This design comes from an exercise in tuning for small area, a short achievable clock period and few clock cycles on the open sky130 flow, not from production work.
The RTL was checked by simulation tests, not by an equivalence proof against the original design.

## flow/design.v (module list and top-level ports; edited modules follow where they fit)
// module bld_mul16: 1363 lines
// module bld_slot_op: 26 lines
// module bld_zones: 66 lines
// module bld_head: 260 lines
module bld_head (
    input  wire         clk,
    input  wire         rst,
    input  wire         cfg_we,
    input  wire [6:0]   cfg_addr,
    input  wire [31:0]  cfg_data,
    input  wire         in_valid,
    output wire         in_ready,
    input  wire         in_last,
    input  wire [12:0]  in_x,
    input  wire [12:0]  in_y,
    input  wire [7:0]   in_present,
    input  wire [127:0] in_l,
    input  wire [127:0] in_a,
    output reg          out_valid,
    output reg  [15:0]  out_v,
    output reg          out_lowered,
    output reg          out_raised,
    output reg          sum_valid,
    output wire [31:0]  sum_drive,
    output wire [20:0]  sum_clamped,
    output wire [20:0]  sum_lifted
);
  // ...
==> flow/run.sh <==
#!/bin/bash
# synth_recipe.tcl (not shown) runs the flow's synth.tcl, then flattens the netlist and writes it again
# the make line also repeats each setting of config.mk as NAME=value (left out here)
make -C /OpenROAD-flow-scripts/flow DESIGN_CONFIG=/design/flow/config.mk WORK_HOME=/design/flow/orfs CLKGATE_MAP_FILE= SYNTH_SCRIPT=/design/flow/synth_recipe.tcl finish
==> flow/config.mk <==
export PLATFORM = sky130hd
export DESIGN_NAME = bld_head
export DESIGN_NICKNAME = bld_head
export VERILOG_FILES = /design/flow/design.v
export SDC_FILE = /design/flow/constraint.sdc
export NUM_CORES = 4
export LEC_CHECK = 0
export CAP_MARGIN = 20
export CORE_MARGIN = 2
export CORE_UTILIZATION = 30
export PLACE_DENSITY = 0.4
export SLEW_MARGIN = 20
==> flow/constraint.sdc <==
create_clock -name core_clock -period 50.0 [get_ports {clk}]
set_input_delay 10.0000 -clock core_clock [delete_from_list [all_inputs] [get_ports {clk}]]
set_output_delay 10.0000 -clock core_clock [all_outputs]
set_load 0.01 [all_outputs]
==> metrics.md, run 1 <==
| Metric | Value |
|---|---|
| CTS max path bufs | `4` |
| Largest regs | `u_zones.zc x256, u_zones.zf x256` |
| Top sig layer | `met5` |
| Fraction of area in registers | `36.8%` |
| CTS sink count | `2232` |
| DR iter-0 viols | `6920` |
| Clock Skew | `79.6 ps` |
| Number of global-route vias before repair | `105000` |
| Top-area cell type share of the netlist area | `38.2%` |
| Worst path required time | `50570 ps` |
| Area of the multi-input gates | `76600 um^2` |
| Fin crit share | `27.8%` |
| Layout cell share with drive strength beyond 1 | `8.20%` |
| Post-DP HPWL | `356 mm` |
| Crit. End Element | `register` |
| R2r worst-path depth | `47` |
| Worst Tran Pin Value | `1130 ps` |
| Slowest-stage cell, CP | `buf_4` |
| Critical path endpoint | `b_x[2]$_DFFE_PP_` |
| Placed inst area | `164000 um^2` |
| Synth Warn # | `15` |
| Post-Synth XOR/XNOR Area | `1.48%` |
| Register area | `63800 um^2` |
| Outcome | `complete, no violations` |
| TritonCTS clock tree | `done` |
| Placed Cells | `20600` |
| Core Util, Final | `34.8%` |
| Std-Cell Core Area | `498000 um^2` |
| All-layer global routing usage | `19.7%` |
| Antenna Nets Post-Route | `0` |
| Compound-Gate Fraction of Synth Area | `10.8%` |
| Die height | `711 um` |
| Most frequent cell after synthesis | `inv_1` |
| Placer congestion estimate | `0.822` |
| CTS Buf Count | `284` |
| Crit-path max cell delay | `800 ps` |
Testbench counts, summed over its fixed seeds: cycles 43,529.
==> module bld_slot_op, before the edit <==
module bld_slot_op (
    input  wire [15:0] d,
    input  wire [15:0] v,
    input  wire [15:0] k,
    input  wire        att,
    input  wire [1:0]  fn,
    output reg  [15:0] d_next
);
    wire [15:0] prod;
    bld_mul16 u_dk (.a(d), .b(k), .y(prod));
    wire [16:0] over_sum = {1'b0, v} + {1'b0, prod};
    wire [16:0] add_sum  = {1'b0, d} + {1'b0, v};
    wire [15:0] over_v   = over_sum[16] ? 16'hFFFF : over_sum[15:0];
    wire [15:0] add_v    = add_sum[16] ? 16'hFFFF : add_sum[15:0];
    wire        v_gt_d   = v > d;
    always @(*) begin
        if (att)
            d_next = fn[0] ? (v_gt_d ? d : v) : prod;
        else if (fn == 2'd0)
            d_next = over_v;
        else if (fn == 2'd1)
            d_next = add_v;
        else
            d_next = v_gt_d ? v : d;
    end
endmodule
==> module bld_zones, before the edit <==
module bld_zones (
    input  wire        clk,
    input  wire        rst,
    input  wire        we,
    input  wire [3:0]  zone,
    input  wire [1:0]  word,
    input  wire [31:0] wdata,
    input  wire [12:0] x,
    input  wire [12:0] y,
    output reg  [15:0] hit,
    input  wire [15:0] sel,
    output wire [15:0] ceiling,
    output wire [15:0] floor
);
    reg [12:0] x0 [0:15];
    reg [12:0] x1 [0:15];
    reg [12:0] y0 [0:15];
    reg [12:0] y1 [0:15];
    reg [15:0] zc [0:15];
    reg [15:0] zf [0:15];
    reg        en [0:15];
    integer i;
    always @(posedge clk) begin
        for (i = 0; i < 16; i = i + 1) begin
            if (rst || (we && zone == i && word == 2'd0)) begin
                x0[i] <= wdata[12:0];
                x1[i] <= wdata[28:16];
            end
            if (rst || (we && zone == i && word == 2'd1)) begin
                y0[i] <= wdata[12:0];
                y1[i] <= wdata[28:16];
            end
            if (rst || (we && zone == i && word == 2'd2)) begin
                zc[i] <= wdata[15:0];
                zf[i] <= wdata[31:16];
            end
            if (rst || (we && zone == i && word == 2'd3))
                en[i] <= wdata[0];
        end
    end
    integer k;
    always @(*) begin
        for (k = 0; k < 16; k = k + 1)
            hit[k] = en[k] && x >= x0[k] && x <= x1[k] && y >= y0[k] && y <= y1[k];
    end
    reg [15:0] cv [0:30];
    reg [15:0] fv [0:30];
    reg        vv [0:30];
    integer n;
    always @(*) begin
        for (n = 0; n < 16; n = n + 1) begin
            cv[n] = zc[n];
            fv[n] = zf[n];
            vv[n] = sel[n];
        end
        for (n = 0; n < 15; n = n + 1) begin
            vv[16 + n] = vv[2 * n] | vv[2 * n + 1];
            cv[16 + n] = (vv[2 * n] && (!vv[2 * n + 1] || cv[2 * n] < cv[2 * n + 1]))
                         ? cv[2 * n] : cv[2 * n + 1];
            fv[16 + n] = (vv[2 * n] && (!vv[2 * n + 1] || fv[2 * n] > fv[2 * n + 1]))
                         ? fv[2 * n] : fv[2 * n + 1];
        end
    end
    assign ceiling = vv[30] ? cv[30] : 16'hFFFF;
    assign floor   = vv[30] ? fv[30] : 16'h0000;
endmodule
==> module bld_head, before the edit <==
module bld_head (
    input  wire         clk,
    input  wire         rst,
    input  wire         cfg_we,
    input  wire [6:0]   cfg_addr,
    input  wire [31:0]  cfg_data,
    input  wire         in_valid,
    output wire         in_ready,
    input  wire         in_last,
    input  wire [12:0]  in_x,
    input  wire [12:0]  in_y,
    input  wire [7:0]   in_present,
    input  wire [127:0] in_l,
    input  wire [127:0] in_a,
    output reg          out_valid,
    output reg  [15:0]  out_v,
    output reg          out_lowered,
    output reg          out_raised,
    output reg          sum_valid,
    output wire [31:0]  sum_drive,
    output wire [20:0]  sum_clamped,
    output wire [20:0]  sum_lifted
);
    wire [31:0] wdata = cfg_data & {32{~rst}};
    wire        wr    = cfg_we | rst;
    reg [15:0] slot_alpha [0:7];
    reg [7:0]  slot_en;       
    reg [7:0]  slot_att;      
    reg [1:0]  slot_fn [0:7];
    reg [7:0]  slot_pre;
    reg        mode_light;
    reg [15:0] headroom;
    wire [7:0] wop   = wdata[23:16];
    wire       known = (wop == 8'h00) || (wop == 8'h01) || (wop == 8'h02) ||
                       (wop == 8'h10) || (wop == 8'h11);
    integer i;
    always @(posedge clk) begin
        for (i = 0; i < 8; i = i + 1) begin
            if (wr && (rst || (cfg_addr[6:3] == 4'd0 && cfg_addr[2:0] == i))) begin
                slot_alpha[i] <= wdata[15:0];
                slot_en[i]    <= wdata[25] & known;
                slot_att[i]   <= wop[4];
                slot_fn[i]    <= wop[1:0];
                slot_pre[i]   <= wdata[24];
            end
        end
        if (wr && (rst || cfg_addr == 7'h08))
            mode_light <= wdata[0];
        if (rst)
            headroom <= 16'hFFFF;
        else if (cfg_we && cfg_addr == 7'h09)
            headroom <= cfg_data[15:0];
    end
    reg         b_full;
    reg         b_first;
    reg  [15:0] b_todo;      
    reg  [127:0] b_l;
    reg  [127:0] b_a;
    reg  [12:0] b_x, b_y;
    reg         b_last;
    reg         r_ready;
    wire [15:0] b_cover;     
    wire [15:0] zone_ceiling;
    wire [15:0] zone_floor;
    assign in_ready = r_ready;
    wire accept = in_valid & r_ready;
    wire [7:0]  applied = in_present & slot_en;
    wire [15:0] in_todo = mode_light ? {applied & slot_att, applied & ~slot_att}
                                     : {8'd0, applied};
    wire [15:0] sel16   = b_todo & (~b_todo + 16'd1);
    wire [7:0]  sel     = sel16[7:0] | sel16[15:8];
    wire [15:0] rest    = b_todo & ~sel16;
    wire        is_last = (rest == 16'd0);
    wire        is_nop  = (b_todo == 16'd0);
    wire        issue   = b_full;
    wire        rest_le1 = ((rest & (rest - 16'd1)) == 16'd0);
    reg [15:0] sel_l, sel_a, sel_alpha;
    reg [1:0]  sel_fn;
    reg        sel_att, sel_pre;
    integer j;
    always @(*) begin
        sel_l = 16'd0; sel_a = 16'd0; sel_alpha = 16'd0;
        sel_fn = 2'd0; sel_att = 1'b0; sel_pre = 1'b0;
        for (j = 0; j < 8; j = j + 1) begin
            if (sel[j]) begin
                sel_l     = sel_l     | b_l[16*j +: 16];
                sel_a     = sel_a     | b_a[16*j +: 16];
                sel_alpha = sel_alpha | slot_alpha[j];
                sel_fn    = sel_fn    | slot_fn[j];
                sel_att   = sel_att   | slot_att[j];
                sel_pre   = sel_pre   | slot_pre[j];
            end
        end
    end
    always @(posedge clk) begin
        if (rst) begin
            b_full  <= 1'b0;
            r_ready <= 1'b1;
        end else if (accept) begin
            b_full  <= 1'b1;
            r_ready <= 1'b0;
        end else if (issue) begin
            b_full  <= !is_last;
            r_ready <= is_last || rest_le1;
        end
        if (accept) begin
            b_first <= 1'b1;
            b_todo  <= in_todo;
            b_l     <= in_l;
            b_a     <= in_a;
            b_x     <= in_x;
            b_y     <= in_y;
            b_last  <= in_last;
        end else if (issue) begin
            b_first <= 1'b0;
            b_todo  <= rest;
        end
    end
    reg         s1_v, s1_first, s1_lop, s1_nop, s1_att, s1_pre, s1_plast;
    reg  [1:0]  s1_fn;
    reg  [15:0] s1_l, s1_a, s1_alpha;
    reg  [15:0] s1_cover;
    always @(posedge clk) begin
        s1_v <= !rst && issue;
        begin
            s1_first <= b_first;
            s1_lop   <= is_last;
            s1_nop   <= is_nop;
            s1_att   <= sel_att;
            s1_pre   <= sel_pre;
            s1_fn    <= sel_fn;
            s1_l     <= sel_l;
            s1_a     <= sel_a;
            s1_alpha <= sel_alpha;
            s1_cover <= b_cover;
            s1_plast <= b_last;
        end
    end
    wire [15:0] c1;
    bld_mul16 u_c1 (.a(s1_att ? s1_l : s1_a), .b(s1_att ? s1_a : s1_alpha), .y(c1));
    reg         s2_v, s2_first, s2_lop, s2_nop, s2_att, s2_pre, s2_plast;
    reg  [1:0]  s2_fn;
    reg  [15:0] s2_l, s2_c1, s2_alpha;
    reg  [15:0] s2_cover;
    always @(posedge clk) begin
        s2_v <= !rst && s1_v;
        begin
            s2_first <= s1_first;
            s2_lop   <= s1_lop;
            s2_nop   <= s1_nop;
            s2_att   <= s1_att;
            s2_pre   <= s1_pre;
            s2_fn    <= s1_fn;
            s2_l     <= s1_l;
            s2_c1    <= c1;
            s2_alpha <= s1_alpha;
            s2_cover <= s1_cover;
            s2_plast <= s1_plast;
        end
    end
    wire [15:0] m2 = s2_pre ? s2_l : s2_c1;
    wire [15:0] c2;
    bld_mul16 u_c2 (.a(s2_att ? ~m2 : s2_l),
                    .b((s2_att || s2_pre) ? s2_alpha : s2_c1), .y(c2));
    reg         s3_v, s3_first, s3_lop, s3_nop, s3_att, s3_plast;
    reg  [1:0]  s3_fn;
    reg  [15:0] s3_v16, s3_k;
    reg  [15:0] s3_cover;
    reg  [15:0] d;
    always @(posedge clk) begin
        s3_v <= !rst && s2_v;
        begin
            s3_first <= s2_first;
            s3_lop   <= s2_lop;
            s3_nop   <= s2_nop;
            s3_att   <= s2_att;
            s3_fn    <= s2_fn;
            s3_v16   <= s2_att ? ~c2 : c2;
            s3_k     <= s2_att ? ~c2 : ~s2_c1;
            s3_cover <= s2_cover;
            s3_plast <= s2_plast;
        end
    end
    wire [15:0] d_in = s3_first ? 16'd0 : d;
    wire [15:0] d_op;
    bld_slot_op u_op (.d(d_in), .v(s3_v16), .k(s3_k), .att(s3_att), .fn(s3_fn),
                      .d_next(d_op));
    reg         s4_v, s4_plast;
    reg  [15:0] s4_cover;
    always @(posedge clk) begin
        d        <= s3_nop ? d_in : d_op;
        s4_v     <= !rst && s3_v && s3_lop;
        s4_cover <= s3_cover;
        s4_plast <= s3_plast;
    end
    wire [15:0] v_in;
    bld_mul16 u_hr (.a(d), .b(headroom), .y(v_in));
    bld_zones u_zones (
        .clk    (clk),
        .rst    (rst),
        .we     (cfg_we && cfg_addr[6]),
        .zone   (cfg_addr[5:2]),
        .word   (cfg_addr[1:0]),
        .wdata  (wdata),
        .x      (b_x),
        .y      (b_y),
        .hit    (b_cover),
        .sel    (s4_cover),
        .ceiling(zone_ceiling),
        .floor  (zone_floor)
    );
    reg         s5_v, s5_plast;
    reg  [15:0] s5_vin, s5_ceil, s5_floor;
    always @(posedge clk) begin
        s5_v <= !rst && s4_v;
        begin
            s5_vin   <= v_in;
            s5_ceil  <= zone_ceiling;
            s5_floor <= zone_floor;
            s5_plast <= s4_plast;
        end
    end
    wire [15:0] v_lo    = (s5_vin < s5_floor) ? s5_floor : s5_vin;
    wire [15:0] v_out   = (v_lo > s5_ceil) ? s5_ceil : v_lo;
    wire        lowered = v_out < s5_vin;
    wire        raised  = v_out > s5_vin;
    reg  [35:0] acc_drive;
    reg  [20:0] acc_clamped;
    reg  [20:0] acc_lifted;
    reg         sweep_new;    
    assign sum_drive   = {4'd0, acc_drive[35:8]};
    assign sum_clamped = acc_clamped;
    assign sum_lifted  = acc_lifted;
    always @(posedge clk) begin
        if (rst) begin
            out_valid <= 1'b0;
            sum_valid <= 1'b0;
            sweep_new <= 1'b1;
        end else begin
            out_valid <= s5_v;
            sum_valid <= s5_v && s5_plast;
            if (s5_v)
                sweep_new <= s5_plast;
        end
        out_v       <= v_out;
        out_lowered <= lowered;
        out_raised  <= raised;
        if (s5_v) begin
            if (sweep_new) begin
                acc_drive   <= {20'd0, v_out};
                acc_clamped <= {20'd0, lowered};
                acc_lifted  <= {20'd0, raised};
            end else begin
                acc_drive   <= acc_drive + {20'd0, v_out};
                acc_clamped <= acc_clamped + {20'd0, lowered};
                acc_lifted  <= acc_lifted + {20'd0, raised};
            end
        end
    end
endmodule
==> run 2: changes to the inputs <==
--- a/flow/design.v
+++ b/flow/design.v
@@ -1,12 +1,14 @@
 module bld_mul16 (
     input  wire [15:0] a,
     input  wire [15:0] b,
-    output wire [15:0] y
+    output wire [15:0] y,
+    output wire [15:0] qh,
+    output wire        c
 );
     wire pp0_0;
     wire pp0_1;
     wire pp0_2;
     wire pp0_3;
     wire pp0_4;
     wire pp0_5;
     wire pp0_6;
@@ -1354,31 +1356,34 @@
     assign s417 = c312 ^ c362 ^ s363;
     assign c418 = (c312 & c362) | (c312 & s363) | (c362 & s363);
     assign s419 = pp14_15 ^ pp15_14 ^ c364;
     assign c420 = (pp14_15 & pp15_14) | (pp14_15 & c364) | (pp15_14 & c364);
     wire [31:0] r0 = {1'b0, pp15_15, c418, c416, c414, c412, c410, c408, c406, c404, c402, c400, c398, c396, c394, c392, c390, c388, c386, c384, c382, c380, c378, c376, c374, c372, c370, c368, c366, pp2_0, pp0_1, pp0_0};
     wire [31:0] r1 = {1'b0, c420, s419, s417, s415, s413, s411, s409, s407, s405, s403, s401, s399, s397, s395, s393, s391, s389, s387, s385, s383, s381, s379, s377, s375, s373, s371, s369, s367, s365, pp1_0, 1'b0};
     wire [31:0] q = r0 + r1;
     wire [16:0] t = {1'b0, q[15:0]} + {1'b0, q[31:16]};
+    assign qh = q[31:16];
+    assign c = t[16];
     assign y = q[31:16] + {15'd0, t[16]};
 endmodule
 module bld_slot_op (
     input  wire [15:0] d,
     input  wire [15:0] v,
     input  wire [15:0] k,
     input  wire        att,
     input  wire [1:0]  fn,
     output reg  [15:0] d_next
 );
-    wire [15:0] prod;
-    bld_mul16 u_dk (.a(d), .b(k), .y(prod));
-    wire [16:0] over_sum = {1'b0, v} + {1'b0, prod};
+    wire [15:0] prod, qh;
+    wire        c;
+    bld_mul16 u_dk (.a(d), .b(k), .y(prod), .qh(qh), .c(c));
+    wire [17:0] over_sum = {1'b0, v, 1'b1} + {1'b0, qh, c};
     wire [16:0] add_sum  = {1'b0, d} + {1'b0, v};
-    wire [15:0] over_v   = over_sum[16] ? 16'hFFFF : over_sum[15:0];
+    wire [15:0] over_v   = over_sum[17] ? 16'hFFFF : over_sum[16:1];
     wire [15:0] add_v    = add_sum[16] ? 16'hFFFF : add_sum[15:0];
     wire        v_gt_d   = v > d;
     always @(*) begin
         if (att)
             d_next = fn[0] ? (v_gt_d ? d : v) : prod;
         else if (fn == 2'd0)
             d_next = over_v;
         else if (fn == 2'd1)
@@ -1392,71 +1397,110 @@
     input  wire        rst,
     input  wire        we,
     input  wire [3:0]  zone,
     input  wire [1:0]  word,
     input  wire [31:0] wdata,
     input  wire [12:0] x,
     input  wire [12:0] y,
     output reg  [15:0] hit,
-    input  wire [15:0] sel,
-    output wire [15:0] ceiling,
-    output wire [15:0] floor
+    input  wire [15:0] a_sel,
+    output reg  [15:0] a_cc,      
+    output reg  [15:0] a_cf,      
+    output reg  [7:0]  a_rc,      
+    output reg  [7:0]  a_rf,      
+    input  wire [15:0] b_cc,
+    input  wire [15:0] b_cf,
+    input  wire [7:0]  b_rc,
+    input  wire [7:0]  b_rf,
+    output reg  [15:0] ceiling,
+    output reg  [15:0] floor
 );
-    reg [12:0] x0 [0:15];
-    reg [12:0] x1 [0:15];
-    reg [12:0] y0 [0:15];
-    reg [12:0] y1 [0:15];
-    reg [15:0] zc [0:15];
-    reg [15:0] zf [0:15];
-    reg        en [0:15];
+    reg [12:0] x0n [0:15];
+    reg [12:0] x1  [0:15];
+    reg [12:0] y0n [0:15];
+    reg [12:0] y1  [0:15];
+    reg [15:0] zcn [0:15];
+    reg [15:0] zf  [0:15];
+    reg        en  [0:15];
     integer i;
     always @(posedge clk) begin
         for (i = 0; i < 16; i = i + 1) begin
             if (rst || (we && zone == i && word == 2'd0)) begin
-                x0[i] <= wdata[12:0];
-                x1[i] <= wdata[28:16];
+                x0n[i] <= ~wdata[12:0];
+                x1[i]  <= wdata[28:16];
             end
             if (rst || (we && zone == i && word == 2'd1)) begin
-                y0[i] <= wdata[12:0];
-                y1[i] <= wdata[28:16];
+                y0n[i] <= ~wdata[12:0];
+                y1[i]  <= wdata[28:16];
             end
             if (rst || (we && zone == i && word == 2'd2)) begin
-                zc[i] <= wdata[15:0];
-                zf[i] <= wdata[31:16];
+                zcn[i] <= ~wdata[15:0];
+                zf[i]  <= wdata[31:16];
             end
             if (rst || (we && zone == i && word == 2'd3))
                 en[i] <= wdata[0];
         end
     end
+    function automatic ge13(input [12:0] a, input [12:0] bn);
+        reg c;
+        integer t;
+        begin
+            c = 1'b1;
+            for (t = 0; t < 13; t = t + 1)
+                c = (a[t] & bn[t]) | (a[t] & c) | (bn[t] & c);
+            ge13 = c;
+        end
+    endfunction
+    wire [12:0] xn = ~x;
+    wire [12:0] yn = ~y;
     integer k;
     always @(*) begin
         for (k = 0; k < 16; k = k + 1)
-            hit[k] = en[k] && x >= x0[k] && x <= x1[k] && y >= y0[k] && y <= y1[k];
+            hit[k] = en[k] && ge13(x, x0n[k]) && ge13(x1[k], xn) &&
+                     ge13(y, y0n[k]) && ge13(y1[k], yn);
     end
-    reg [15:0] cv [0:30];
-    reg [15:0] fv [0:30];
-    reg        vv [0:30];
-    integer n;
+    reg [15:0] zc0, zf1, cc, cf;
+    integer b, z;
     always @(*) begin
-        for (n = 0; n < 16; n = n + 1) begin
-            cv[n] = zc[n];
-            fv[n] = zf[n];
-            vv[n] = sel[n];
+        cc = a_sel;
+        cf = a_sel;
+        a_rc = 8'd0;
+        a_rf = 8'd0;
+        for (b = 15; b >= 8; b = b - 1) begin
+            for (z = 0; z < 16; z = z + 1) begin
+                zc0[z] = cc[z] & zcn[z][b];
+                zf1[z] = cf[z] & zf[z][b];
+            end
+            a_rc[b - 8] = ~(|zc0);
+            a_rf[b - 8] = |zf1;
+            if (|zc0) cc = zc0;
+            if (|zf1) cf = zf1;
         end
-        for (n = 0; n < 15; n = n + 1) begin
-            vv[16 + n] = vv[2 * n] | vv[2 * n + 1];
-            cv[16 + n] = (vv[2 * n] && (!vv[2 * n + 1] || cv[2 * n] < cv[2 * n + 1]))
-                         ? cv[2 * n] : cv[2 * n + 1];
-            fv[16 + n] = (vv[2 * n] && (!vv[2 * n + 1] || fv[2 * n] > fv[2 * n + 1]))
-                         ? fv[2 * n] : fv[2 * n + 1];
+        a_cc = cc;
+        a_cf = cf;
+    end
+    reg [15:0] zc0b, zf1b, ccb, cfb;
+    integer bb, zz;
+    always @(*) begin
+        ccb = b_cc;
+        cfb = b_cf;
+        ceiling = {b_rc, 8'd0};
+        floor   = {b_rf, 8'd0};
+        for (bb = 7; bb >= 0; bb = bb - 1) begin
+            for (zz = 0; zz < 16; zz = zz + 1) begin
+                zc0b[zz] = ccb[zz] & zcn[zz][bb];
+                zf1b[zz] = cfb[zz] & zf[zz][bb];
+            end
+            ceiling[bb] = ~(|zc0b);
+            floor[bb]   = |zf1b;
+            if (|zc0b) ccb = zc0b;
+            if (|zf1b) cfb = zf1b;
         end
     end
-    assign ceiling = vv[30] ? cv[30] : 16'hFFFF;
-    assign floor   = vv[30] ? fv[30] : 16'h0000;
 endmodule
 module bld_head (
     input  wire         clk,
     input  wire         rst,
     input  wire         cfg_we,
     input  wire [6:0]   cfg_addr,
     input  wire [31:0]  cfg_data,
     input  wire         in_valid,
@@ -1502,17 +1546,16 @@
         if (wr && (rst || cfg_addr == 7'h08))
             mode_light <= wdata[0];
         if (rst)
             headroom <= 16'hFFFF;
         else if (cfg_we && cfg_addr == 7'h09)
             headroom <= cfg_data[15:0];
     end
     reg         b_full;
-    reg         b_first;
     reg  [15:0] b_todo;      
     reg  [127:0] b_l;
     reg  [127:0] b_a;
     reg  [12:0] b_x, b_y;
     reg         b_last;
     reg         r_ready;
     wire [15:0] b_cover;     
     wire [15:0] zone_ceiling;
@@ -1553,119 +1596,136 @@
             r_ready <= 1'b1;
         end else if (accept) begin
             b_full  <= 1'b1;
             r_ready <= 1'b0;
         end else if (issue) begin
             b_full  <= !is_last;
             r_ready <= is_last || rest_le1;
         end
-        if (accept) begin
-            b_first <= 1'b1;
+        if (r_ready) begin
             b_todo  <= in_todo;
             b_l     <= in_l;
             b_a     <= in_a;
             b_x     <= in_x;
             b_y     <= in_y;
             b_last  <= in_last;
         end else if (issue) begin
-            b_first <= 1'b0;
             b_todo  <= rest;
         end
     end
-    reg         s1_v, s1_first, s1_lop, s1_nop, s1_att, s1_pre, s1_plast;
+    reg         s1_v, s1_lop, s1_nop, s1_att, s1_pre, s1_plast;
     reg  [1:0]  s1_fn;
     reg  [15:0] s1_l, s1_a, s1_alpha;
     reg  [15:0] s1_cover;
     always @(posedge clk) begin
         s1_v <= !rst && issue;
         begin
-            s1_first <= b_first;
             s1_lop   <= is_last;
             s1_nop   <= is_nop;
             s1_att   <= sel_att;
             s1_pre   <= sel_pre;
             s1_fn    <= sel_fn;
             s1_l     <= sel_l;
             s1_a     <= sel_a;
             s1_alpha <= sel_alpha;
             s1_cover <= b_cover;
             s1_plast <= b_last;
         end
     end
     wire [15:0] c1;
-    bld_mul16 u_c1 (.a(s1_att ? s1_l : s1_a), .b(s1_att ? s1_a : s1_alpha), .y(c1));
-    reg         s2_v, s2_first, s2_lop, s2_nop, s2_att, s2_pre, s2_plast;
+    bld_mul16 u_c1 (.a(s1_att ? s1_l : s1_a), .b(s1_att ? s1_a : s1_alpha), .y(c1),
+                    .qh(), .c());
+    reg         s2_v, s2_lop, s2_nop, s2_att, s2_pre, s2_plast;
     reg  [1:0]  s2_fn;
     reg  [15:0] s2_l, s2_c1, s2_alpha;
     reg  [15:0] s2_cover;
     always @(posedge clk) begin
         s2_v <= !rst && s1_v;
         begin
-            s2_first <= s1_first;
             s2_lop   <= s1_lop;
             s2_nop   <= s1_nop;
             s2_att   <= s1_att;
             s2_pre   <= s1_pre;
             s2_fn    <= s1_fn;
             s2_l     <= s1_l;
             s2_c1    <= c1;
             s2_alpha <= s1_alpha;
             s2_cover <= s1_cover;
             s2_plast <= s1_plast;
         end
     end
     wire [15:0] m2 = s2_pre ? s2_l : s2_c1;
     wire [15:0] c2;
     bld_mul16 u_c2 (.a(s2_att ? ~m2 : s2_l),
-                    .b((s2_att || s2_pre) ? s2_alpha : s2_c1), .y(c2));
-    reg         s3_v, s3_first, s3_lop, s3_nop, s3_att, s3_plast;
+                    .b((s2_att || s2_pre) ? s2_alpha : s2_c1), .y(c2),
+                    .qh(), .c());
+    reg         s3_v, s3_lop, s3_nop, s3_att, s3_plast;
     reg  [1:0]  s3_fn;
     reg  [15:0] s3_v16, s3_k;
     reg  [15:0] s3_cover;
-    reg  [15:0] d;
+    reg  [15:0] d;           
+    reg  [15:0] s4_d;        
+    wire [15:0] d_res;
     always @(posedge clk) begin
         s3_v <= !rst && s2_v;
         begin
-            s3_first <= s2_first;
             s3_lop   <= s2_lop;
             s3_nop   <= s2_nop;
             s3_att   <= s2_att;
             s3_fn    <= s2_fn;
             s3_v16   <= s2_att ? ~c2 : c2;
             s3_k     <= s2_att ? ~c2 : ~s2_c1;
             s3_cover <= s2_cover;
             s3_plast <= s2_plast;
         end
     end
-    wire [15:0] d_in = s3_first ? 16'd0 : d;
     wire [15:0] d_op;
-    bld_slot_op u_op (.d(d_in), .v(s3_v16), .k(s3_k), .att(s3_att), .fn(s3_fn),
+    bld_slot_op u_op (.d(d), .v(s3_v16), .k(s3_k), .att(s3_att), .fn(s3_fn),
                       .d_next(d_op));
+    assign d_res = s3_nop ? d : d_op;
     reg         s4_v, s4_plast;
-    reg  [15:0] s4_cover;
+    reg  [15:0] s4_cc, s4_cf;
+    reg  [7:0]  s4_rc, s4_rf;
+    wire [15:0] a_cc, a_cf;
+    wire [7:0]  a_rc, a_rf;
     always @(posedge clk) begin
-        d        <= s3_nop ? d_in : d_op;
+        if (rst)
+            d <= 16'd0;
+        else if (s3_v)
+            d <= s3_lop ? 16'd0 : d_res;
+        s4_d     <= d_res;
         s4_v     <= !rst && s3_v && s3_lop;
-        s4_cover <= s3_cover;
+        s4_cc    <= a_cc;
+        s4_cf    <= a_cf;
+        s4_rc    <= a_rc;
+        s4_rf    <= a_rf;
         s4_plast <= s3_plast;
     end
     wire [15:0] v_in;
-    bld_mul16 u_hr (.a(d), .b(headroom), .y(v_in));
+    bld_mul16 u_hr (.a(s4_d), .b(headroom), .y(v_in), .qh(), .c());
     bld_zones u_zones (
         .clk    (clk),
         .rst    (rst),
         .we     (cfg_we && cfg_addr[6]),
         .zone   (cfg_addr[5:2]),
         .word   (cfg_addr[1:0]),
         .wdata  (wdata),
         .x      (b_x),
         .y      (b_y),
         .hit    (b_cover),
-        .sel    (s4_cover),
+        .a_sel  (s3_cover),
+        .a_cc   (a_cc),
+        .a_cf   (a_cf),
+        .a_rc   (a_rc),
+        .a_rf   (a_rf),
+        .b_cc   (s4_cc),
+        .b_cf   (s4_cf),
+        .b_rc   (s4_rc),
+        .b_rf   (s4_rf),
         .ceiling(zone_ceiling),
         .floor  (zone_floor)
     );
     reg         s5_v, s5_plast;
     reg  [15:0] s5_vin, s5_ceil, s5_floor;
     always @(posedge clk) begin
         s5_v <= !rst && s4_v;
         begin
==> run 2 against run 1 <==
Net effect: still clean; die area down 15%; clock skew up 15 ps.
==> metrics.md, run 2 <==
| Metric | Value |
|---|---|
| Post-Synth XOR/XNOR Area | `1.66% (was 1.48%)` |
| Placer congestion estimate | `0.881 (was 0.822)` |
| CTS clk-pin slew, worst paths | `50 ps (about the same)` |
| Vias per cell | `5.05 (was 4.87)` |
| Outcome | `complete, no violations (unchanged)` |
| Rows | `239 (was 259)` |
| Synth Warn # | `12 (was 15)` |
| Total gr overflow | `0 (unchanged)` |
| Post-Synth Adder-Cell Area | `20.9% (was 24.4%)` |
| Crit path max fanout | `16 (was 120)` |
| Mapped Area | `127000 um^2 (was 150000 um^2)` |
| Synth top area cells | `edfxtp_1 45%, fa_1 12%, dfxtp_1 5.8% (was edfxtp_1 38%, ha_1 14%, fa_1 11%)` |
| Number of global-route vias before repair | `88700 (was 105000)` |
| First-pass GRT wire length | `641 mm (was 737 mm)` |
| Remaining DRCs | `0 (unchanged)` |
| Maxcap violations | `0 (unchanged)` |
| Antenna Nets Post-Route | `0 (unchanged)` |
| Fmax | `78.9 MHz (was 72.0 MHz)` |
| Largest family of logic cells by synthesized area | `adder cells (unchanged)` |
| Setup ws final | `37330 ps (was 36110 ps)` |
| Most frequent cell after synthesis | `edfxtp_1 (was inv_1)` |
| Nets | `12600 (was 17000)` |
| Std-Cell Core Area | `423000 um^2 (was 498000 um^2)` |
| Yosys top cell by area | `edfxtp_1 (unchanged)` |
| Most frequent cells in the layout | `1906 x edfxtp_1, 1262 x inv_1, 787 x fa_1 (was 2226 x inv_1, 1906 x edfxtp_1, 1659 x ha_1)` |
| CTS Buf Count | `283 (was 284)` |
| Most used flip-flop cell after synthesis | `edfxtp_1 (unchanged)` |
| WL per Instance | `26.4 um (was 24.0 um)` |
| EDFF count, synth | `1906 (unchanged)` |
| CTS max path bufs | `4 (unchanged)` |
| CTS sink count | `2276 (was 2232)` |
| Fin crit share | `25.3% (was 27.8%)` |
| Dpl ws | `36930 ps (was 35090 ps)` |
| Mapped Avg Cell Area | `12.1 um^2 (was 11.0 um^2)` |
| Netlist cell types | `98 (was 114)` |
| Final setup viols | `0 (unchanged)` |
| Syn Inst Count | `10500 (was 13600)` |
| Slowest-stage cell, CP | `dfxtp_1 (was buf_4)` |
| Fin crit period | `12670 ps (was 13890 ps)` |
| Ports | `429 (unchanged)` |
| DR iter-0 viols | `6865 (was 6920)` |
| Min-Delay Path Class | `reg2reg (unchanged)` |
| Largest regs | `u_zones.zcn x256, u_zones.zf x256 (was u_zones.zc x256, u_zones.zf x256)` |
| Layout cell share with drive strength beyond 1 | `8.96% (was 8.20%)` |
| Starting Density | `30.1% (about the same)` |
| Slew headroom | `22.9% (was 22.4%)` |
| Final WL | `447 mm (was 508 mm)` |
| Compound-Gate Fraction of Synth Area | `10.4% (was 10.8%)` |
| Hold Vio Cnt, Final | `0 (unchanged)` |
| Worst Tran Pin Value | `1160 ps (was 1130 ps)` |
| Pre-antenna DRT Iters | `9 (was 8)` |
| Finished Cell Area | `149000 um^2 (was 173000 um^2)` |
| # hold bufs at CTS | `0 (unchanged)` |
| Initial antenna violation count | `50 (was 66)` |
| Clk latency of the worst-skew pair | `940 ps (was 950 ps)` |
| Setup TNS | `0 ps (unchanged)` |
| Die height | `656 um (was 711 um)` |
| TritonCTS clock tree | `done (unchanged)` |
| Unrepaired setup endpoints after global routing | `no (unchanged)` |
| Crit. End Element | `register (unchanged)` |
| Number of H-tree levels | `5 (unchanged)` |
| Clk root buf | `clkbuf_16 (unchanged)` |
| Synthesis-to-layout area growth | `16.7% (was 15.7%)` |
| Die area | `430000 um^2 (was 505000 um^2)` |
| Number of cells upsized or downsized after cts | `0 (unchanged)` |
| WS Path Type | `reg2reg (was in2reg)` |
| Largest net degree at the start of global routing | `130 (was 121)` |
| Crit-path most repeated cell | `a21oi_1 (was buf_4)` |
| # fillers | `41600 (was 50200)` |
| Critical path arrival | `13390 ps (was 14450 ps)` |
| Asr flop ratio synth | `0% (unchanged)` |
| Synth top cells by count | `1906 x edfxtp_1, 1262 x inv_1, 787 x fa_1, 749 x nor2_1, 682 x nand2_1 (was 2229 x inv_1, 1906 x edfxtp_1, 1659 x ha_1, 810 x nand2_1, 787 x fa_1)` |
| Crit-path max cell delay | `530 ps (was 800 ps)` |
| Top-area cell type share of the netlist area | `44.9% (was 38.2%)` |
| Setup Fix Bufs, Post-CTS | `0 (unchanged)` |
| Commonest non-fill, non-tap cell in the layout | `edfxtp_1 (was inv_1)` |
| Worst path required time | `50720 ps (was 50570 ps)` |
| All-layer global routing usage | `20.3% (was 19.7%)` |
| IO buf count | `424 (unchanged)` |
| CP Launch Type | `register (was input pin)` |
| Share of synthesized area spent on multiplexers | `1.51% (was 3.26%)` |
| Max Transition Viols Final | `0 (unchanged)` |
| Count of state elements after synthesis | `2276 (was 2232)` |
| Placed inst area | `139000 um^2 (was 164000 um^2)` |
| Register area share after synthesis | `50.7% (was 42.5%)` |
| Fraction of the mapped netlist area in simple logic gates | `9.52% (was 10.8%)` |
| Clock Skew | `94.1 ps (was 79.6 ps)` |
| Die Width | `656 um (was 711 um)` |
| Post-DP HPWL | `314 mm (was 356 mm)` |
| Vias | `85600 (was 103000)` |
==> run 2: per-layer routing <==
| metal | part of all wire (%) | vias to the layer above | global-route usage [%] |
|---|---|---|---|
| met1 | 45 | 44000 | 28.0 |
| li1 | - | 38400 | - |
| met5 | 0.013 | - | 0 |
| met4 | 3.3 | 8 | 6.20 |
| met3 | 5.0 | 621 | 2.38 |
| met2 | 47 | 2526 | 33.4 |
==> run 2: kinds of logic (layout without fill, tap and decap cells) <==
family                     after synthesis  in the layout
muxes                                  186            186
buffers and inverters                 1737           2482
DFF                                   2276           2276
AOI/OAI and AO/OA                     1799           1799
adders and majority gates             1781           1781
and+or+nand+nor                       2524           2524
other                                    1             14
xor gates and xnor gates               242            242
==> run 2: worst max-delay path: cells and delay by family (launching register included) <==
| kind | cells | cell delay, ps |
|---|---|---|
| AOI/OAI and AO/OA | 30 | 6000 |
| buffers and inverters | 5 | 670 |
| and+or+nand+nor | 8 | 1600 |
| xor gates and xnor gates | 1 | 400 |
| adders and majority gates | 8 | 3290 |
| DFF | 1 | 530 |
==> run 2: layout make-up <==
cell class | instances | area [um^2] | share of cell area (%)
diodes | 10 | 25.0 | 0.0168
multi-input cells | 6536 | 56600 | 38.1
well taps | 5663 | 7090 | 4.77
flip-flops and latches | 2276 | 64700 | 43.5
clock buffers | 380 | 7910 | 5.32
clock inverters | 130 | 1310 | 0.879
inverters | 1288 | 4830 | 3.25
repair buffers | 684 | 6210 | 4.18
==> run 2: per-stage QoR <==
step	instances	util, %	hold WS (ps)
3_5_place_dp	16400	32.9	312
2_1_floorplan	10500	-	310
6_report	17000	35.1	308
4_1_cts	17000	35.1	300
5_1_grt	17000	35.1	310
3_3_place_gp	16400	32.9	310
==> run 2: worst paths after layout <==
path / cells after the start / startpoint / end / slack, ps
max reg2reg: 52 / d[0]$_SDFFE_PP0P_ / d[15]$_SDFFE_PP0P_ / 37330
max: 52 / d[0]$_SDFFE_PP0P_ / d[15]$_SDFFE_PP0P_ / 37330
min reg2reg: 0 / s1_cover[12]$_DFF_P_ / s2_cover[12]$_DFF_P_ / 310
min: 0 / s1_cover[12]$_DFF_P_ / s2_cover[12]$_DFF_P_ / 310
Testbench counts of run 2, summed over its fixed seeds: cycles 43,529.
==> run 3: changes to the inputs <==
--- a/flow/design.v
+++ b/flow/design.v
@@ -1365,6 +1365,192 @@
     assign c = t[16];
     assign y = q[31:16] + {15'd0, t[16]};
 endmodule
+module bld_engine #(
+    parameter NP = 3             
+) (
+    input  wire         clk,
+    input  wire         rst,
+    input  wire [127:0] alpha,       
+    input  wire [7:0]   att,
+    input  wire [15:0]  fn,          
+    input  wire [7:0]   pre,
+    input  wire         load,        
+    input  wire         take,        
+    input  wire [15:0]  in_todo,
+    input  wire [127:0] in_l,
+    input  wire [127:0] in_a,
+    input  wire [12:0]  in_x,
+    input  wire [12:0]  in_y,
+    input  wire         in_last,
+    output wire         ready_next,  
+    input  wire         retire,
+    output wire         done,
+    output wire [15:0]  r_d,
+    output wire [12:0]  r_x,
+    output wire [12:0]  r_y,
+    output wire         r_last
+);
+    reg          b_full;
+    reg  [15:0]  b_todo;
+    reg  [127:0] b_l;
+    reg  [127:0] b_a;
+    wire [15:0] sel16    = b_todo & (~b_todo + 16'd1);
+    wire [7:0]  sel      = sel16[7:0] | sel16[15:8];
+    wire [15:0] rest     = b_todo & ~sel16;
+    wire        is_last  = (rest == 16'd0);
+    wire        is_nop   = (b_todo == 16'd0);
+    wire        issue    = b_full;
+    wire        rest_le1 = ((rest & (rest - 16'd1)) == 16'd0);
+    reg [15:0] sel_l, sel_a, sel_alpha;
+    reg [1:0]  sel_fn;
+    reg        sel_att, sel_pre;
+    integer j;
+    always @(*) begin
+        sel_l = 16'd0; sel_a = 16'd0; sel_alpha = 16'd0;
+        sel_fn = 2'd0; sel_att = 1'b0; sel_pre = 1'b0;
+        for (j = 0; j < 8; j = j + 1) begin
+            if (sel[j]) begin
+                sel_l     = sel_l     | b_l[16*j +: 16];
+                sel_a     = sel_a     | b_a[16*j +: 16];
+                sel_alpha = sel_alpha | alpha[16*j +: 16];
+                sel_fn    = sel_fn    | fn[2*j +: 2];
+                sel_att   = sel_att   | att[j];
+                sel_pre   = sel_pre   | pre[j];
+            end
+        end
+    end
+    reg  [2:0] cnt;
+    wire [2:0] cnt_next = cnt + {2'd0, take} - {2'd0, retire};
+    wire       bfree_next = take ? 1'b0 : (issue ? (is_last || rest_le1) : 1'b1);
+    assign ready_next = bfree_next && (cnt_next != NP);
+    always @(posedge clk) begin
+        if (rst) begin
+            b_full <= 1'b0;
+            cnt    <= 3'd0;
+        end else begin
+            cnt <= cnt_next;
+            if (take)
+                b_full <= 1'b1;
+            else if (issue && is_last)
+                b_full <= 1'b0;
+        end
+        if (load) begin
+            b_todo <= in_todo;
+            b_l    <= in_l;
+            b_a    <= in_a;
+        end else if (issue) begin
+            b_todo <= rest;
+        end
+    end
+    reg [NP-1:0] wptr, dptr, rptr;
+    reg [12:0]   p_x [0:NP-1];
+    reg [12:0]   p_y [0:NP-1];
+    reg [NP-1:0] p_last;
+    reg [15:0]   p_d [0:NP-1];
+    reg [NP-1:0] p_done;
+    reg [15:0] rd_d;
+    reg [12:0] rd_x, rd_y;
+    integer r;
+    always @(*) begin
+        rd_d = 16'd0; rd_x = 13'd0; rd_y = 13'd0;
+        for (r = 0; r < NP; r = r + 1) begin
+            if (rptr[r]) begin
+                rd_d = rd_d | p_d[r];
+                rd_x = rd_x | p_x[r];
+                rd_y = rd_y | p_y[r];
+            end
+        end
+    end
+    assign done   = |(p_done & rptr);
+    assign r_d    = rd_d;
+    assign r_x    = rd_x;
+    assign r_y    = rd_y;
+    assign r_last = |(p_last & rptr);
+    reg         s1_v, s1_lop, s1_nop, s1_att, s1_pre;
+    reg  [1:0]  s1_fn;
+    reg  [15:0] s1_l, s1_a, s1_alpha;
+    always @(posedge clk) begin
+        s1_v     <= !rst && issue;
+        s1_lop   <= is_last;
+        s1_nop   <= is_nop;
+        s1_att   <= sel_att;
+        s1_pre   <= sel_pre;
+        s1_fn    <= sel_fn;
+        s1_l     <= sel_l;
+        s1_a     <= sel_a;
+        s1_alpha <= sel_alpha;
+    end
+    wire [15:0] c1;
+    bld_mul16 u_c1 (.a(s1_att ? s1_l : s1_a), .b(s1_att ? s1_a : s1_alpha), .y(c1),
+                    .qh(), .c());
+    reg         s2_v, s2_lop, s2_nop, s2_att, s2_pre;
+    reg  [1:0]  s2_fn;
+    reg  [15:0] s2_l, s2_c1, s2_alpha;
+    always @(posedge clk) begin
+        s2_v     <= !rst && s1_v;
+        s2_lop   <= s1_lop;
+        s2_nop   <= s1_nop;
+        s2_att   <= s1_att;
+        s2_pre   <= s1_pre;
+        s2_fn    <= s1_fn;
+        s2_l     <= s1_l;
+        s2_c1    <= c1;
+        s2_alpha <= s1_alpha;
+    end
+    wire [15:0] m2 = s2_pre ? s2_l : s2_c1;
+    wire [15:0] c2;
+    bld_mul16 u_c2 (.a(s2_att ? ~m2 : s2_l),
+                    .b((s2_att || s2_pre) ? s2_alpha : s2_c1), .y(c2),
+                    .qh(), .c());
+    reg         s3_v, s3_lop, s3_nop, s3_att;
+    reg  [1:0]  s3_fn;
+    reg  [15:0] s3_v16, s3_k;
+    reg  [15:0] d;           
+    always @(posedge clk) begin
+        s3_v   <= !rst && s2_v;
+        s3_lop <= s2_lop;
+        s3_nop <= s2_nop;
+        s3_att <= s2_att;
+        s3_fn  <= s2_fn;
+        s3_v16 <= s2_att ? ~c2 : c2;
+        s3_k   <= s2_att ? ~c2 : ~s2_c1;
+    end
+    wire [15:0] d_op;
+    bld_slot_op u_op (.d(d), .v(s3_v16), .k(s3_k), .att(s3_att), .fn(s3_fn),
+                      .d_next(d_op));
+    wire [15:0] d_res = s3_nop ? d : d_op;
+    wire        fin   = s3_v && s3_lop;
+    always @(posedge clk) begin
+        if (rst)
+            d <= 16'd0;
+        else if (s3_v)
+            d <= s3_lop ? 16'd0 : d_res;
+        if (rst) begin
+            wptr   <= {{(NP-1){1'b0}}, 1'b1};
+            dptr   <= {{(NP-1){1'b0}}, 1'b1};
+            rptr   <= {{(NP-1){1'b0}}, 1'b1};
+            p_done <= {NP{1'b0}};
+        end else begin
+            if (take)
+                wptr <= {wptr[NP-2:0], wptr[NP-1]};
+            if (fin)
+                dptr <= {dptr[NP-2:0], dptr[NP-1]};
+            if (retire)
+                rptr <= {rptr[NP-2:0], rptr[NP-1]};
+            p_done <= (p_done | (fin ? dptr : {NP{1'b0}}))
+                      & ~(retire ? rptr : {NP{1'b0}});
+        end
+        for (r = 0; r < NP; r = r + 1) begin
+            if (load && wptr[r]) begin
+                p_x[r]    <= in_x;
+                p_y[r]    <= in_y;
+                p_last[r] <= in_last;
+            end
+            if (fin && dptr[r])
+                p_d[r] <= d_res;
+        end
+    end
+endmodule
 module bld_slot_op (
     input  wire [15:0] d,
     input  wire [15:0] v,
@@ -1520,15 +1706,16 @@
     output wire [20:0]  sum_clamped,
     output wire [20:0]  sum_lifted
 );
+    localparam NE = 3;           
     wire [31:0] wdata = cfg_data & {32{~rst}};
     wire        wr    = cfg_we | rst;
-    reg [15:0] slot_alpha [0:7];
-    reg [7:0]  slot_en;       
-    reg [7:0]  slot_att;      
-    reg [1:0]  slot_fn [0:7];
-    reg [7:0]  slot_pre;
-    reg        mode_light;
-    reg [15:0] headroom;
+    reg [127:0] slot_alpha;
+    reg [7:0]   slot_en;      
+    reg [7:0]   slot_att;     
+    reg [15:0]  slot_fn;
+    reg [7:0]   slot_pre;
+    reg         mode_light;
+    reg [15:0]  headroom;
     wire [7:0] wop   = wdata[23:16];
     wire       known = (wop == 8'h00) || (wop == 8'h01) || (wop == 8'h02) ||
                        (wop == 8'h10) || (wop == 8'h11);
@@ -1536,11 +1723,11 @@
     always @(posedge clk) begin
         for (i = 0; i < 8; i = i + 1) begin
             if (wr && (rst || (cfg_addr[6:3] == 4'd0 && cfg_addr[2:0] == i))) begin
-                slot_alpha[i] <= wdata[15:0];
-                slot_en[i]    <= wdata[25] & known;
-                slot_att[i]   <= wop[4];
-                slot_fn[i]    <= wop[1:0];
-                slot_pre[i]   <= wdata[24];
+                slot_alpha[16*i +: 16] <= wdata[15:0];
+                slot_en[i]             <= wdata[25] & known;
+                slot_att[i]            <= wop[4];
+                slot_fn[2*i +: 2]      <= wop[1:0];
+                slot_pre[i]            <= wdata[24];
             end
         end
         if (wr && (rst || cfg_addr == 7'h08))
@@ -1550,158 +1737,97 @@
         else if (cfg_we && cfg_addr == 7'h09)
             headroom <= cfg_data[15:0];
     end
-    reg         b_full;
-    reg  [15:0] b_todo;      
-    reg  [127:0] b_l;
-    reg  [127:0] b_a;
-    reg  [12:0] b_x, b_y;
-    reg         b_last;
-    reg         r_ready;
-    wire [15:0] b_cover;     
-    wire [15:0] zone_ceiling;
-    wire [15:0] zone_floor;
+    reg  [NE-1:0] in_ptr;        
+    reg  [NE-1:0] out_ptr;       
+    reg           r_ready;
     assign in_ready = r_ready;
     wire accept = in_valid & r_ready;
     wire [7:0]  applied = in_present & slot_en;
     wire [15:0] in_todo = mode_light ? {applied & slot_att, applied & ~slot_att}
                                      : {8'd0, applied};
-    wire [15:0] sel16   = b_todo & (~b_todo + 16'd1);
-    wire [7:0]  sel     = sel16[7:0] | sel16[15:8];
-    wire [15:0] rest    = b_todo & ~sel16;
-    wire        is_last = (rest == 16'd0);
-    wire        is_nop  = (b_todo == 16'd0);
-    wire        issue   = b_full;
-    wire        rest_le1 = ((rest & (rest - 16'd1)) == 16'd0);
-    reg [15:0] sel_l, sel_a, sel_alpha;
-    reg [1:0]  sel_fn;
-    reg        sel_att, sel_pre;
-    integer j;
-    always @(*) begin
-        sel_l = 16'd0; sel_a = 16'd0; sel_alpha = 16'd0;
-        sel_fn = 2'd0; sel_att = 1'b0; sel_pre = 1'b0;
-        for (j = 0; j < 8; j = j + 1) begin
-            if (sel[j]) begin
-                sel_l     = sel_l     | b_l[16*j +: 16];
-                sel_a     = sel_a     | b_a[16*j +: 16];
-                sel_alpha = sel_alpha | slot_alpha[j];
-                sel_fn    = sel_fn    | slot_fn[j];
-                sel_att   = sel_att   | slot_att[j];
-                sel_pre   = sel_pre   | slot_pre[j];
-            end
-        end
-    end
+    wire [NE-1:0] e_ready_next, e_done, e_retire;
+    wire [15:0]   e_d    [0:NE-1];
+    wire [12:0]   e_x    [0:NE-1];
+    wire [12:0]   e_y    [0:NE-1];
+    wire [NE-1:0] e_last;
+    genvar g;
+    generate
+        for (g = 0; g < NE; g = g + 1) begin : eng
+            assign e_retire[g] = out_ptr[g] & e_done[g];
+            bld_engine u_eng (
+                .clk       (clk),
+                .rst       (rst),
+                .alpha     (slot_alpha),
+                .att       (slot_att),
+                .fn        (slot_fn),
+                .pre       (slot_pre),
+                .load      (r_ready & in_ptr[g]),
+                .take      (accept & in_ptr[g]),
+                .in_todo   (in_todo),
+                .in_l      (in_l),
+                .in_a      (in_a),
+                .in_x      (in_x),
+                .in_y      (in_y),
+                .in_last   (in_last),
+                .ready_next(e_ready_next[g]),
+                .retire    (e_retire[g]),
+                .done      (e_done[g]),
+                .r_d       (e_d[g]),
+                .r_x       (e_x[g]),
+                .r_y       (e_y[g]),
+                .r_last    (e_last[g])
+            );
+        end
+    endgenerate
+    wire [NE-1:0] in_ptr_next = accept ? {in_ptr[NE-2:0], in_ptr[NE-1]} : in_ptr;
+    wire          retire      = |e_retire;
     always @(posedge clk) begin
         if (rst) begin
-            b_full  <= 1'b0;
+            in_ptr  <= {{(NE-1){1'b0}}, 1'b1};
+            out_ptr <= {{(NE-1){1'b0}}, 1'b1};
             r_ready <= 1'b1;
-        end else if (accept) begin
-            b_full  <= 1'b1;
-            r_ready <= 1'b0;
-        end else if (issue) begin
-            b_full  <= !is_last;
-            r_ready <= is_last || rest_le1;
-        end
-        if (r_ready) begin
-            b_todo  <= in_todo;
-            b_l     <= in_l;
-            b_a     <= in_a;
-            b_x     <= in_x;
-            b_y     <= in_y;
-            b_last  <= in_last;
-        end else if (issue) begin
-            b_todo  <= rest;
-        end
-    end
-    reg         s1_v, s1_lop, s1_nop, s1_att, s1_pre, s1_plast;
-    reg  [1:0]  s1_fn;
-    reg  [15:0] s1_l, s1_a, s1_alpha;
-    reg  [15:0] s1_cover;
-    always @(posedge clk) begin
-        s1_v <= !rst && issue;
-        begin
-            s1_lop   <= is_last;
-            s1_nop   <= is_nop;
-            s1_att   <= sel_att;
-            s1_pre   <= sel_pre;
-            s1_fn    <= sel_fn;
-            s1_l     <= sel_l;
-            s1_a     <= sel_a;
-            s1_alpha <= sel_alpha;
-            s1_cover <= b_cover;
-            s1_plast <= b_last;
-        end
-    end
-    wire [15:0] c1;
-    bld_mul16 u_c1 (.a(s1_att ? s1_l : s1_a), .b(s1_att ? s1_a : s1_alpha), .y(c1),
-                    .qh(), .c());
-    reg         s2_v, s2_lop, s2_nop, s2_att, s2_pre, s2_plast;
-    reg  [1:0]  s2_fn;
-    reg  [15:0] s2_l, s2_c1, s2_alpha;
-    reg  [15:0] s2_cover;
-    always @(posedge clk) begin
-        s2_v <= !rst && s1_v;
-        begin
-            s2_lop   <= s1_lop;
-            s2_nop   <= s1_nop;
-            s2_att   <= s1_att;
-            s2_pre   <= s1_pre;
-            s2_fn    <= s1_fn;
-            s2_l     <= s1_l;
-            s2_c1    <= c1;
-            s2_alpha <= s1_alpha;
-            s2_cover <= s1_cover;
-            s2_plast <= s1_plast;
+        end else begin
+            in_ptr  <= in_ptr_next;
+            r_ready <= |(e_ready_next & in_ptr_next);
+            if (retire)
+                out_ptr <= {out_ptr[NE-2:0], out_ptr[NE-1]};
         end
     end
-    wire [15:0] m2 = s2_pre ? s2_l : s2_c1;
-    wire [15:0] c2;
-    bld_mul16 u_c2 (.a(s2_att ? ~m2 : s2_l),
-                    .b((s2_att || s2_pre) ? s2_alpha : s2_c1), .y(c2),
-                    .qh(), .c());
-    reg         s3_v, s3_lop, s3_nop, s3_att, s3_plast;
-    reg  [1:0]  s3_fn;
-    reg  [15:0] s3_v16, s3_k;
-    reg  [15:0] s3_cover;
-    reg  [15:0] d;           
-    reg  [15:0] s4_d;        
-    wire [15:0] d_res;
-    always @(posedge clk) begin
-        s3_v <= !rst && s2_v;
-        begin
-            s3_lop   <= s2_lop;
-            s3_nop   <= s2_nop;
-            s3_att   <= s2_att;
-            s3_fn    <= s2_fn;
-            s3_v16   <= s2_att ? ~c2 : c2;
-            s3_k     <= s2_att ? ~c2 : ~s2_c1;
-            s3_cover <= s2_cover;
-            s3_plast <= s2_plast;
+    reg [15:0] a_d;
+    reg [12:0] a_x, a_y;
+    reg        a_last;
+    integer q;
+    always @(*) begin
+        a_d = 16'd0; a_x = 13'd0; a_y = 13'd0; a_last = 1'b0;
+        for (q = 0; q < NE; q = q + 1) begin
+            if (out_ptr[q]) begin
+                a_d    = a_d | e_d[q];
+                a_x    = a_x | e_x[q];
+                a_y    = a_y | e_y[q];
+                a_last = a_last | e_last[q];
+            end
         end
     end
-    wire [15:0] d_op;
-    bld_slot_op u_op (.d(d), .v(s3_v16), .k(s3_k), .att(s3_att), .fn(s3_fn),
-                      .d_next(d_op));
-    assign d_res = s3_nop ? d : d_op;
-    reg         s4_v, s4_plast;
-    reg  [15:0] s4_cc, s4_cf;
-    reg  [7:0]  s4_rc, s4_rf;
+    wire [15:0] a_hit;
     wire [15:0] a_cc, a_cf;
     wire [7:0]  a_rc, a_rf;
+    reg         b_v, b_last;
+    reg  [15:0] b_d;
+    reg  [15:0] b_cc, b_cf;
+    reg  [7:0]  b_rc, b_rf;
     always @(posedge clk) begin
-        if (rst)
-            d <= 16'd0;
-        else if (s3_v)
-            d <= s3_lop ? 16'd0 : d_res;
-        s4_d     <= d_res;
-        s4_v     <= !rst && s3_v && s3_lop;
-        s4_cc    <= a_cc;
-        s4_cf    <= a_cf;
-        s4_rc    <= a_rc;
-        s4_rf    <= a_rf;
-        s4_plast <= s3_plast;
+        b_v    <= !rst && retire;
+        b_last <= a_last;
+        b_d    <= a_d;
+        b_cc   <= a_cc;
+        b_cf   <= a_cf;
+        b_rc   <= a_rc;
+        b_rf   <= a_rf;
     end
     wire [15:0] v_in;
-    bld_mul16 u_hr (.a(s4_d), .b(headroom), .y(v_in), .qh(), .c());
+    bld_mul16 u_hr (.a(b_d), .b(headroom), .y(v_in), .qh(), .c());
+    wire [15:0] zone_ceiling;
+    wire [15:0] zone_floor;
     bld_zones u_zones (
         .clk    (clk),
         .rst    (rst),
@@ -1709,36 +1835,34 @@
         .zone   (cfg_addr[5:2]),
         .word   (cfg_addr[1:0]),
         .wdata  (wdata),
-        .x      (b_x),
-        .y      (b_y),
-        .hit    (b_cover),
-        .a_sel  (s3_cover),
+        .x      (a_x),
+        .y      (a_y),
+        .hit    (a_hit),
+        .a_sel  (a_hit),
         .a_cc   (a_cc),
         .a_cf   (a_cf),
         .a_rc   (a_rc),
         .a_rf   (a_rf),
-        .b_cc   (s4_cc),
-        .b_cf   (s4_cf),
-        .b_rc   (s4_rc),
-        .b_rf   (s4_rf),
+        .b_cc   (b_cc),
+        .b_cf   (b_cf),
+        .b_rc   (b_rc),
+        .b_rf   (b_rf),
         .ceiling(zone_ceiling),
         .floor  (zone_floor)
     );
-    reg         s5_v, s5_plast;
-    reg  [15:0] s5_vin, s5_ceil, s5_floor;
+    reg         c_v, c_last;
+    reg  [15:0] c_vin, c_ceil, c_floor;
     always @(posedge clk) begin
-        s5_v <= !rst && s4_v;
-        begin
-            s5_vin   <= v_in;
-            s5_ceil  <= zone_ceiling;
-            s5_floor <= zone_floor;
-            s5_plast <= s4_plast;
-        end
-    end
-    wire [15:0] v_lo    = (s5_vin < s5_floor) ? s5_floor : s5_vin;
-    wire [15:0] v_out   = (v_lo > s5_ceil) ? s5_ceil : v_lo;
-    wire        lowered = v_out < s5_vin;
-    wire        raised  = v_out > s5_vin;
+        c_v     <= !rst && b_v;
+        c_last  <= b_last;
+        c_vin   <= v_in;
+        c_ceil  <= zone_ceiling;
+        c_floor <= zone_floor;
+    end
+    wire [15:0] v_lo    = (c_vin < c_floor) ? c_floor : c_vin;
+    wire [15:0] v_out   = (v_lo > c_ceil) ? c_ceil : v_lo;
+    wire        lowered = v_out < c_vin;
+    wire        raised  = v_out > c_vin;
     reg  [35:0] acc_drive;
     reg  [20:0] acc_clamped;
     reg  [20:0] acc_lifted;
@@ -1752,15 +1876,15 @@
             sum_valid <= 1'b0;
             sweep_new <= 1'b1;
         end else begin
-            out_valid <= s5_v;
-            sum_valid <= s5_v && s5_plast;
-            if (s5_v)
-                sweep_new <= s5_plast;
+            out_valid <= c_v;
+            sum_valid <= c_v && c_last;
+            if (c_v)
+                sweep_new <= c_last;
         end
         out_v       <= v_out;
         out_lowered <= lowered;
         out_raised  <= raised;
-        if (s5_v) begin
+        if (c_v) begin
             if (sweep_new) begin
                 acc_drive   <= {20'd0, v_out};
                 acc_clamped <= {20'd0, lowered};
--- a/flow/config.mk
+++ b/flow/config.mk
@@ -7,6 +7,6 @@
 export LEC_CHECK = 0
 export CAP_MARGIN = 20
 export CORE_MARGIN = 2
-export CORE_UTILIZATION = 30
-export PLACE_DENSITY = 0.4
+export CORE_UTILIZATION = 55
+export PLACE_DENSITY = 0.65
 export SLEW_MARGIN = 20
==> run 3 against run 2 <==
Net effect: via count up 99%; flip-flop and latch count increased by 1234; clock skew increased by 12 ps; maximum frequency down 11%; design area increased by 72%; critical path depth decreased by 18; clock-buffer cell count increased by 97; area after synthesis increased by 81%; die area down 1.5%; setup slack got worse by 1500 ps; non-clock buffer count is 313 higher; still clean on timing, DRC and antenna.
==> metrics.md, run 3 <==
| Metric | Value |
|---|---|
| CTS max path bufs | `4 (unchanged)` |
| TritonCTS clock tree | `done (unchanged)` |
| Post-DP HPWL | `572 mm (was 314 mm)` |
| Yosys top cell by area | `edfxtp_1 (unchanged)` |
| Synth top area cells | `edfxtp_1 37%, fa_1 17%, dfxtp_1 6.1% (was edfxtp_1 45%, fa_1 12%, dfxtp_1 5.8%)` |
| Finished Cell Area | `255000 um^2 (was 149000 um^2)` |
| Clk latency of the worst-skew pair | `1010 ps (was 940 ps)` |
| Crit. End Element | `register (unchanged)` |
| Vias per cell | `6.25 (was 5.05)` |
| Final setup viols | `0 (unchanged)` |
| Final WL | `787 mm (was 447 mm)` |
| Number of H-tree levels | `5 (unchanged)` |
| WS Path Type | `reg2reg (unchanged)` |
| Clock Skew | `106 ps (was 94.1 ps)` |
| Asr flop ratio synth | `0% (unchanged)` |
| DR iter-0 viols | `21600 (was 6865)` |
| All-layer global routing usage | `36.7% (was 20.3%)` |
| Clk root buf | `clkbuf_16 (unchanged)` |
| Worst Tran Pin Value | `1380 ps (was 1160 ps)` |
| Die area | `423000 um^2 (was 430000 um^2)` |
| Antenna Nets Post-Route | `0 (unchanged)` |
| WL per Instance | `28.8 um (was 26.4 um)` |
| Starting Density | `55.2% (was 30.1%)` |
| Fmax | `70.4 MHz (was 78.9 MHz)` |
| CTS clk-pin slew, worst paths | `60 ps (was 50 ps)` |
| Layout cell share with drive strength beyond 1 | `8.64% (was 8.96%)` |
| Mapped Area | `230000 um^2 (was 127000 um^2)` |
| Top-area cell type share of the netlist area | `36.7% (was 44.9%)` |
| Vias | `171000 (was 85600)` |
| Slowest-stage cell, CP | `o311ai_0 (was dfxtp_1)` |
| Max Transition Viols Final | `0 (unchanged)` |
| Mapped Avg Cell Area | `10.9 um^2 (was 12.1 um^2)` |
| Outcome | `complete, no violations (unchanged)` |
| Number of cells upsized or downsized after cts | `0 (unchanged)` |
| EDFF count, synth | `2810 (was 1906)` |
| Setup TNS | `0 ps (unchanged)` |
| Most frequent cells in the layout | `2864 x inv_1, 2810 x edfxtp_1, 1970 x fa_1 (was 1906 x edfxtp_1, 1262 x inv_1, 787 x fa_1)` |
| Pre-antenna DRT Iters | `10 (was 9)` |
| Die height | `651 um (was 656 um)` |
| Syn Inst Count | `21000 (was 10500)` |
| Placer congestion estimate | `1.04 (was 0.881)` |
| Largest net degree at the start of global routing | `153 (was 130)` |
| Synth Warn # | `14 (was 12)` |
| Register area share after synthesis | `42.8% (was 50.7%)` |
| Maxcap violations | `0 (unchanged)` |
| Nets | `24600 (was 12600)` |
| Synth top cells by count | `2867 x inv_1, 2810 x edfxtp_1, 1970 x fa_1, 1967 x nor2_1, 1396 x nand2_1 (was 1906 x edfxtp_1, 1262 x inv_1, 787 x fa_1, 749 x nor2_1, 682 x nand2_1)` |
| Largest regs | `eng.u_eng.b_a x384, eng.u_eng.b_l x384 (was u_zones.zcn x256, u_zones.zf x256)` |
| Netlist cell types | `120 (was 98)` |
| IO buf count | `424 (unchanged)` |
| Fin crit period | `14210 ps (was 12670 ps)` |
| Crit path max fanout | `48 (was 16)` |
| Crit-path most repeated cell | `buf_4 (was a21oi_1)` |
| Number of global-route vias before repair | `168000 (was 88700)` |
| Unrepaired setup endpoints after global routing | `no (unchanged)` |
| Count of state elements after synthesis | `3510 (was 2276)` |
| Worst path required time | `50850 ps (was 50720 ps)` |
| Slew headroom | `7.32% (was 22.9%)` |
| Commonest non-fill, non-tap cell in the layout | `inv_1 (was edfxtp_1)` |
| Critical path arrival | `15060 ps (was 13390 ps)` |
| Most frequent cell after synthesis | `inv_1 (was edfxtp_1)` |
| Ports | `429 (unchanged)` |
| # fillers | `34000 (was 41600)` |
| Std-Cell Core Area | `417000 um^2 (was 423000 um^2)` |
| Placed inst area | `242000 um^2 (was 139000 um^2)` |
| CTS Buf Count | `372 (was 283)` |
| Initial antenna violation count | `116 (was 50)` |
| Hold Vio Cnt, Final | `0 (unchanged)` |
| Remaining DRCs | `0 (unchanged)` |
| Fin crit share | `28.4% (was 25.3%)` |
| # hold bufs at CTS | `0 (unchanged)` |
| First-pass GRT wire length | `1140 mm (was 641 mm)` |
| Min-Delay Path Class | `reg2reg (unchanged)` |
| CP Launch Type | `register (unchanged)` |
| Die Width | `651 um (was 656 um)` |
| Crit-path max cell delay | `940 ps (was 530 ps)` |
| CTS sink count | `3510 (was 2276)` |
| Setup Fix Bufs, Post-CTS | `0 (unchanged)` |
| Total gr overflow | `0 (unchanged)` |
| Most used flip-flop cell after synthesis | `edfxtp_1 (unchanged)` |
| Synthesis-to-layout area growth | `10.9% (was 16.7%)` |
| Rows | `237 (was 239)` |
-- run 3: per-stage QoR --
step	hold WS, ps	setup slack (ps)	instances	util [%]
5_1_grt	331	35040	27300	61.2
4_1_cts	318	35910	27200	61.2
3_5_place_dp	312	35920	26500	58.2
3_3_place_gp	312	36080	26500	58.2
2_1_floorplan	310	37160	21000	-
6_report	314	35790	27300	61.2
-- run 3: worst paths after layout --
kind                                               from                 to  slack (ps)  cells past startpoint
worst max-delay path            out_ptr[1]$_SDFFE_PP0N_   b_cf[15]$_DFF_P_       35790                     34
worst min-delay path                    b_rc[0]$_DFF_P_  c_ceil[8]$_DFF_P_         310                      0
worst max register to register  out_ptr[1]$_SDFFE_PP0N_   b_cf[15]$_DFF_P_       35790                     34
worst min register to register          b_rc[0]$_DFF_P_  c_ceil[8]$_DFF_P_         310                      0
-- run 3: cells by family (layout without fill, tap and decap cells) --
kind of cell	count (synthesis)	in the layout	share of synthesized area (%)
buf+inv	3866	4571	6.44
mux	415	415	1.85
xor+xnor	544	544	2.07
other cells	1	55	0.00163
simple gates	5788	5788	12.0
fa+ha+maj	2878	2878	22.0
compound gates	4038	4038	12.9
flops	3510	3510	42.8
-- run 3: critical path, delay by kind of cell (launching register included) --
kind | cells | cell delay [ps]
DFF | 1 | 310
AOI/OAI and AO/OA | 16 | 7240
and+or+nand+nor | 12 | 4100
buffers and inverters | 6 | 2300
-- run 3: area by class of cell --
cell class / instances / area [um^2] / share of cell area [%]
flip-flops and latches: 3510 / 98400 / 38.6
inverters: 2880 / 10800 / 4.25
clock buffers: 477 / 10200 / 4.00
clock inverters: 217 / 2420 / 0.948
well taps: 5497 / 6880 / 2.70
multi-input cells: 13700 / 118000 / 46.1
diodes: 51 / 128 / 0.0500
repair buffers: 997 / 8570 / 3.36
-- run 3: routing by layer --
metal  GRT usage, %  routed length, um  vias to the layer above
met5         0.0453                587                        -
met4           16.1              40000                       90
li1               -                  -                    73900
met1           49.5             310000                    85600
met3           9.34              87700                     1710
met2           56.4             349000                     9265
Testbench counts of run 3, summed over its fixed seeds: cycles 18,822.

port drivers added, routing unchanged:
The results above use ideal ports. As a check the final layouts listed here were re-extracted and re-timed, cells and wires unchanged.
Step 1 (the two cells are an assumption about what drives the block):
set clk [get_ports {clk}]
set_driving_cell -lib_cell sky130_fd_sc_hd__clkbuf_16 $clk
set_driving_cell -lib_cell sky130_fd_sc_hd__buf_2 [delete_from_list [all_inputs] $clk]
Step 2 moves the port delays by t, midway between the first and last clock arrival at a register: inputs arrive t later, outputs are due t later. That takes back most of the time a late clock gives input paths.
Three values: ideal ports, drivers, drivers and shift; two values: the first two.
run | shift t [ns] | setup slack, ns | worst hold slack (ns)
run 1 | 1.028 | 36.115 / 36.208 / 35.180 | 0.325 / 0.325 / 0.325
run 2 | 1.002 | 37.333 / 37.333 / 36.975 | 0.308 / 0.308 / 0.308
run 3 | 1.087 | 35.792 / 35.792 / 35.792 | 0.314 / 0.314 / 0.314
After both steps setup and hold are still met in every run listed. The setup slack of run 1, which loses most, moves by +0.093 ns with the drivers and by -0.935 ns with both steps.
